This is an optimization exercise on Yosys and OpenROAD, whose aim is small area, a short achievable clock period and few clock cycles per item, not a production implementation.
Function was checked by simulation only, so behaviour that the tests miss may differ from the original.

## aes256_enc
module aes256_enc (
    input  wire         clk,
    input  wire         rst,         
    input  wire         in_valid,
    output wire         in_ready,
    input  wire [255:0] in_key,
    input  wire [127:0] in_data,
    output wire         out_valid,
    input  wire         out_ready,
    output wire [127:0] out_data
);
Size in the first run: roughly 7500 cells after synthesis, about 74000 um^2 of cells after synthesis.
clock: 7.0 ns
lec_check: 0
cap_margin: 20
cell_pad_in_sites_detail_placement: 0
cell_pad_in_sites_global_placement: 1
core_margin: 2
core_utilization: 55
cts_cluster_diameter: 80
cts_cluster_size: 25
place_density: 0.7
setup_slack_margin: 4.5
slew_margin: 20
standard.sh (not shown) runs the stock make flow with config.mk's settings and CLKGATE_MAP_FILE= SYNTH_SCRIPT=/design/flow/synth_recipe.tcl, a recipe that flattens the netlist after the stock synthesis.
==> flow/flow/run.sh <==
#!/bin/bash
# The standard layout, with the port buffers that the placement step inserts
# on every input and output made sky130_fd_sc_hd__buf_2 (the default picks a
# delay cell). Everything else is the standard flow's own flow (standard.sh).
set -euo pipefail
export BUFFER_PORTS_ARGS="-buffer_cell sky130_fd_sc_hd__buf_2"
bash standard.sh > standard.log 2>&1
Testbench counts at the start, summed over its fixed seeds: cycles 28,912, blocks 2,048.
Then changed:
Settings changed: SETUP_SLACK_MARGIN 4.5 to 4.3.
The new run completed without violations. Cell area shrinks by about 3.5%. Flip-flop and latch count does not change. Clock skew shrinks by 0.0044 ns. Synthesized cell count does not change. Cell count shrinks by 1.5%. Clock-buffer cell count grows by 4.
Then changed:
Settings changed: CTS_CLUSTER_DIAMETER 80 to 100, CTS_CLUSTER_SIZE 25 to 30, SETUP_SLACK_MARGIN 4.3 to 4.5.
After rerunning:
- The changed run completed without violations
- global-route usage increases by 0.40 points
- wire length came out higher by 2.3%
- sequential cell count does not change
- setup slack gets better by 0.23 ns
- register-to-register slack improves by 0.19 ns
Then changed:
Settings changed: CTS_CLUSTER_DIAMETER 100 to default, CTS_CLUSTER_SIZE 30 to default.
What happened: The new run ran to the end with no violations; count of clock-buffer cells in the layout came out higher by 133; routed wire length came out higher by 1.4%; final area came out higher by 4.1%; core utilization came out higher by 2.6 points; die area is unchanged; sequential share of layout area came out lower by 1.4 points; maximum frequency came out lower by 1.4%; critical path depth does not change; register-to-register slack gets worse by 0.02 ns.
Then changed:
==> flow/run.sh (new file) <==
#!/bin/bash
# synth_recipe.tcl (not shown) runs the flow's synth.tcl, then flattens the netlist and writes it again
# the make line also repeats each setting of config.mk as NAME=value (left out here)
make -C /OpenROAD-flow-scripts/flow DESIGN_CONFIG=/design/flow/config.mk WORK_HOME=/design/flow/orfs CLKGATE_MAP_FILE= SYNTH_SCRIPT=/design/flow/synth_recipe.tcl finish
removed: flow/flow/run.sh
removed: flow/standard.sh
Global-route usage goes down by 0.18 points. Via count goes down by 0.51%. Design area goes up by 2.1%. Worst setup slack got worse by 0.11 ns. Clock skew goes down by 0.0054 ns. Non-clock buffer count goes down by 24. Wire length goes down by 0.87%. Cell count is about the same.

========
Setup of main:
Another version of the RTL of aes256_enc (not shown whole).
Size: about 1500 flip-flops, roughly 73000 sq um of cells after synthesis.
clock: 7.0 ns
lec_check: 0
cap_margin: 20
cell_pad_in_sites_detail_placement: 0
cell_pad_in_sites_global_placement: 1
core_margin: 2
core_utilization: 55
cts_cluster_diameter: 80
cts_cluster_size: 25
place_density: 0.7
setup_slack_margin: 4.7
slew_margin: 20
synth_hierarchical: 1
synth_minimum_keep_size: 100
==> flow/flow/run.sh <==
#!/bin/bash
# The standard layout, with the port buffers that the placement step inserts
# on every input and output made sky130_fd_sc_hd__buf_2 (the default picks a
# delay cell). Everything else is the standard flow's own flow (standard.sh).
set -euo pipefail
export BUFFER_PORTS_ARGS="-buffer_cell sky130_fd_sc_hd__buf_2"
bash standard.sh > standard.log 2>&1
Testbench counts of main, summed over its fixed seeds: cycles 28,912, blocks 2,048.
Here is what was changed in the inputs of the feature branch compared with main.
-- flow/config.mk --
<<< main, line 12
export CORE_UTILIZATION = 55
>>> the feature branch, line 12
export CORE_UTILIZATION = 62
<<< main, line 15
export PLACE_DENSITY = 0.7
export SETUP_SLACK_MARGIN = 4.7
>>> the feature branch, line 15
export PLACE_DENSITY = 0.75
export SETUP_SLACK_MARGIN = 4.5
--- outcome ---
Having completed the whole flow, the feature branch delivered a layout that passed the timing, DRC and antenna checks.
Diff main -> the feature branch: relative area of clock buffers and inverters in the final design held.
met2 routed wirelength came out lower on the feature branch than on main.
main → the feature branch: instance area after placement dropped about 0.8%; final clock period utilization by the worst path climbed 0.94 points; count of buffers from port buffering barely changed; global-route wire length before repair dropped about 6.4%; non-clock buffer count dropped 303.
From main to the feature branch the numbers moved as follows: area overhead of the layout relative to synthesis now sits lower; effective utilization at floorplan shows an increase of 7.2 points; via count now sits lower.

========
## the baseline
Another version of the RTL of aes256_enc (not shown whole).
For scale: roughly 7700 cells after synthesis, roughly 1500 flip-flops, roughly 520 I/O pins, about 74000 um2 of cells after synthesis.
export LEC_CHECK = 0
export CAP_MARGIN = 20
export CELL_PAD_IN_SITES_DETAIL_PLACEMENT = 0
export CELL_PAD_IN_SITES_GLOBAL_PLACEMENT = 1
export CORE_MARGIN = 2
export CORE_UTILIZATION = 55
export CTS_CLUSTER_DIAMETER = 80
export CTS_CLUSTER_SIZE = 25
export PLACE_DENSITY = 0.7
export SETUP_SLACK_MARGIN = 4.35
export SLEW_MARGIN = 20
export SYNTH_HIERARCHICAL = 1
export SYNTH_MINIMUM_KEEP_SIZE = 100
create_clock -name core_clock -period 7.0 [get_ports {clk}]
Scripts as last shown in full above: flow/flow/run.sh
Testbench counts of the baseline, summed over its fixed seeds: cycles 28,912, blocks 2,048.
--- input diff the baseline..the candidate ---
- SETUP_SLACK_MARGIN changed from 4.35 to 4.5
### Flow results
Design area grows by a few percent when moving from the baseline to the candidate.
Summary — proportion of final cell area spent on non-clock buffers, the candidate relative to the baseline: higher, by 1.5 points.
Against the baseline, the candidate comes in 451 lower on count of filler cells inserted in the layout.
In the candidate the growth of design area from synthesis to finish turned out 4.2 points higher than in the baseline.
Relative to the baseline, the met2 demand-to-capacity share in global routing of the candidate is lower by 0.17 points.

-- afterwards: timing with drivers on the ports --
The flow's constraints put no driver on any port. The routed layouts listed below were extracted and timed again, unchanged, in two steps.
Step 1 assumes that a clkbuf_16 drives the clock port and a buf_2 every other input.
Step 2 adds t to the input delays and takes it off the output delays; t is the mean of the earliest and latest rising clock arrival at the registers after step 1. Input paths then give back, and output paths get back, about the clock's delay inside the block.
a / b / c = no drivers / after step 1 / after step 2; a / b = the first two.
run | shift t [ns] | setup WS [ns] | worst setup path at the end | pins driven straight from the clock port
the first run of note 1 | 0.806 | 4.266 / 4.180 / 4.473 | register to register | 1
the second run of note 1 | 0.792 | 4.013 / 3.927 / 4.292 | register to register | 1
the third run of note 1 | 0.805 | 4.243 / 4.157 / 4.482 | register to register | 1
the fourth run of note 1 | 0.871 | 4.204 / 4.116 / 4.458 | register to register | 1
the fifth run of note 1 | 0.888 | 4.098 / 4.013 / 4.305 | input to register | 1
main | 0.784 | 4.398 / 4.313 / 4.461 | input to register | 1
the feature branch | 0.772 | 4.333 / 4.329 / 4.333 | register to register | 1
the baseline | 0.794 | 4.297 / 4.287 / 4.297 | register to register | 1
the candidate | 0.784 | 4.385 / 4.304 / 4.443 | register to register | 1
After both steps setup and hold are still met in every run listed.
